Background: an optimization exercise with open tools, aiming at small area, a short achievable clock period and few clock cycles per item. Do not read the settings as production practice. In this exercise RTL edits were held to simulation tests only and were not proved equivalent to the original.

Setup of build 4:
==> flow/design.v (excerpt) <==
module post_requant (
    input  wire        clk,
    input  wire        rst,         
    input  wire        in_valid,
    output reg         in_ready,
    input  wire [1:0]  in_otype,
    input  wire [31:0] in_acc,
    input  wire [31:0] in_bias,
    input  wire [31:0] in_m,
    input  wire [5:0]  in_rs,
    input  wire [15:0] in_zp,
    input  wire [15:0] in_qmin,
    input  wire [15:0] in_qmax,
    output reg         out_valid,
    input  wire        out_ready,
    output wire [31:0] out_y
);
    wire take = in_valid && in_ready;
    wire give = out_valid && out_ready;
    reg  [5:0] n_th;
    wire [5:0] n_inc = {n_th[4:0], 1'b1};
    wire [5:0] n_dec = {1'b0, n_th[5:1]};
    wire [5:0] n_vr  = (in_ready & ~out_valid) ? n_inc : (out_valid & ~in_ready) ? n_dec : n_th;
    wire [5:0] n_v   = in_ready  ? n_inc : n_th;
    wire [5:0] n_r   = out_valid ? n_dec : n_th;
    wire [5:0] n_th_next = in_valid ? (out_ready ? n_vr : n_v) : (out_ready ? n_r : n_th);
    always @(posedge clk) begin
        if (rst) begin
            n_th     <= 6'd0;
            in_ready <= 1'b0;
        end else begin
            n_th     <= n_th_next;
            in_ready <= give | ~(n_th[5] | (take & n_th[4]));
        end
    end
    reg        v1;
    reg        a_is3;
    reg [31:0] a_acc;
    reg [31:0] a_bias;
    reg [31:0] a_m;
    reg [5:0]  a_rs;
    reg [15:0] a_zp;
    reg [15:0] a_qmin;
    reg [15:0] a_qmax;
    wire in_is3 = (in_otype == 2'd3);
    always @(posedge clk) begin
        if (rst) v1 <= 1'b0;
        else     v1 <= take;
        a_is3  <= in_is3;
        a_acc  <= in_acc;
        a_bias <= in_bias;
        a_m    <= in_is3 ? 32'd1 : in_m;
        a_rs   <= in_rs;
        a_zp   <= in_zp;
        a_qmin <= in_qmin;
        a_qmax <= in_qmax;
    end
    wire [32:0] t_sum;
  ...
For scale: roughly 5300 cells after synthesis, roughly 790 flip-flops, roughly 190 I/O pins, ~54000 um2 of cells after synthesis.
Settings: LEC_CHECK=0, CAP_MARGIN=20, CORE_MARGIN=2, CORE_UTILIZATION=50, CTS_CLUSTER_DIAMETER=60, CTS_CLUSTER_SIZE=30, SLEW_MARGIN=20; clock period 20.0 ns.
standard.sh (not shown) runs the stock make flow with config.mk's settings and CLKGATE_MAP_FILE= SYNTH_SCRIPT=/design/flow/synth_recipe.tcl, a recipe that flattens the netlist after the stock synthesis.
==> flow/flow/run.sh <==
#!/bin/bash
# The standard layout (the standard.sh: standard synthesis, floorplan,
# placement, CTS, routing), with ORFS's timing repair aimed at a setup margin
# so that it works towards a shorter period than the 20 ns clock needs.
# The clock, the constraints and the synthesis are the standard ones.
set -euo pipefail
MARGIN=$(cat flow/margin.txt)
bash standard.sh SETUP_SLACK_MARGIN=$MARGIN finish > flow_standard.log 2>&1
==> flow/flow/margin.txt <==
14.8
Testbench counts of build 4, summed over its fixed seeds: cycles 32,040, items 32,000.
## Diff of input files: build 94 against build 4
- setting PLACE_DENSITY to 0.75 for the first time
==> flow/flow/run.sh <==
#!/bin/bash
# The standard layout (the standard.sh: standard synthesis, floorplan,
# placement, CTS, routing) with two changes to how ORFS makes it:
#  - its timing repair aims at a setup margin (flow/margin.txt), so that it
#    works towards a shorter period than the 20 ns clock needs;
#  - the port buffers that buffer_ports inserts on every input and output
#    are sky130_fd_sc_hd__buf_2 cells instead of delay-buffer cells.
# The clock, the constraints and the synthesis are the standard ones.
set -euo pipefail
MARGIN=$(cat flow/margin.txt)
bash standard.sh SETUP_SLACK_MARGIN=$MARGIN \
  "BUFFER_PORTS_ARGS=-buffer_cell sky130_fd_sc_hd__buf_2" finish > flow_standard.log 2>&1
### Flow results
The worst path setup slack after routing in build 94 was lower than what build 4 gave. Build 4 → build 94: number of signal-net buffers in the layout dropped 8; number of CTS-inserted buffers dropped 1; via count climbed 3.4%; arrival time of data at the critical path endpoint barely changed; wire length dropped 920 um. Build 4 → build 94: number of multi-input combinational cells stayed essentially flat, highest attainable clock frequency held steady, diode insertion count for antenna repair shows an increase of 1, cell area after placement went down about 1.8%.
What build 64 does differently from build 94 at the input level:
- clearing PLACE_DENSITY, which used to be 0.75
## What came out
- Build 64 has completed all stages; timing, DRC and antenna checks passed.
- Build 94 closes out successfully: all stages finished, all timing, DRC and antenna checks passed.
- The count of nets after finishing on build 94 is in line with that on build 64.
- Reported for build 64 and build 94, total congestion overflow turned out identical to the last digit.
- Transition time at the pin with the least slew margin for build 64: 14 ps up relative to build 94
- [build 64] fraction of met2 tracks used by global routing rose 2.5 points relative to build 94
- Between build 64 and build 94, it is build 64 whose count of clock-buffer cells in the layout is lower, by 1.4%.
- Going from build 94 to build 64, global-route usage increased 0.79 points; design area essentially unchanged.

---

Starting RTL as in the previous note.
clock: 20.0 ns
lec_check: 0
cap_margin: 20
core_margin: 2
core_utilization: 60
slew_margin: 20
==> flow/flow/run.sh <==
#!/bin/bash
# The standard layout (the standard.sh: standard synthesis, floorplan,
# placement, CTS, routing), with ORFS's timing repair aimed at a setup margin
# so that it works towards a shorter period than the 20 ns clock needs.
# The clock, the constraints and the synthesis are the standard ones.
set -euo pipefail
MARGIN=$(cat flow/margin.txt)
bash standard.sh SETUP_SLACK_MARGIN=$MARGIN finish > flow_standard.log 2>&1
Scripts as last shown in full above: flow/flow/margin.txt
Testbench counts at the start, summed over its fixed seeds: cycles 32,040, items 32,000.
Next try:
- CORE_UTILIZATION: 60 -> 50
Outcome: The changed run ran to the end with no violations. Final cell count is higher by about 3.5%. Setup slack gets worse by 0.010 ns.

[re-timing with driven ports]
In the flow no input, the clock included, has a driving cell. The finished layouts below were timed again as built, in two steps.
Step 1, drivers: a clkbuf_16 drives clk and a buf_2 each remaining input, both assumed.
Step 2 times the ports against the registers' clock, not the clock port: input delays grow and output delays shrink by t, the midpoint of the rising clock arrivals with the driver on.
Slacks: ideal ports / drivers / drivers and shift; pairs: ideal ports / drivers.
| run | t (ns) | slack for setup (ns) | worst hold slack (ns) | worst setup path at the end | slew at the worst register clock pin (ns) |
|---|---|---|---|---|---|
| build 4 | 0.762 | 14.754 / 14.679 / 14.262 | 0.326 / 0.326 / 0.326 | input to register | 0.10 / 0.10 |
| build 94 | 0.741 | 14.741 / 14.670 / 14.580 | 0.325 / 0.325 / 0.325 | input to register | 0.11 / 0.11 |
| build 64 | 0.760 | 14.695 / 14.615 / 14.548 | 0.310 / 0.310 / 0.310 | input to register | 0.10 / 0.10 |
| the first run of note 2 | 0.728 | 14.767 / 14.699 / 14.277 | 0.313 / 0.313 / 0.313 | input to register | 0.08 / 0.08 |
| the second run of note 2 | 0.755 | 14.757 / 14.685 / 14.287 | 0.302 / 0.302 / 0.302 | input to register | 0.07 / 0.07 |
After both steps every run listed still meets setup and hold. For build 4, which loses most, drivers alone change the setup slack by -0.075 ns; drivers and shift together by -0.492 ns.
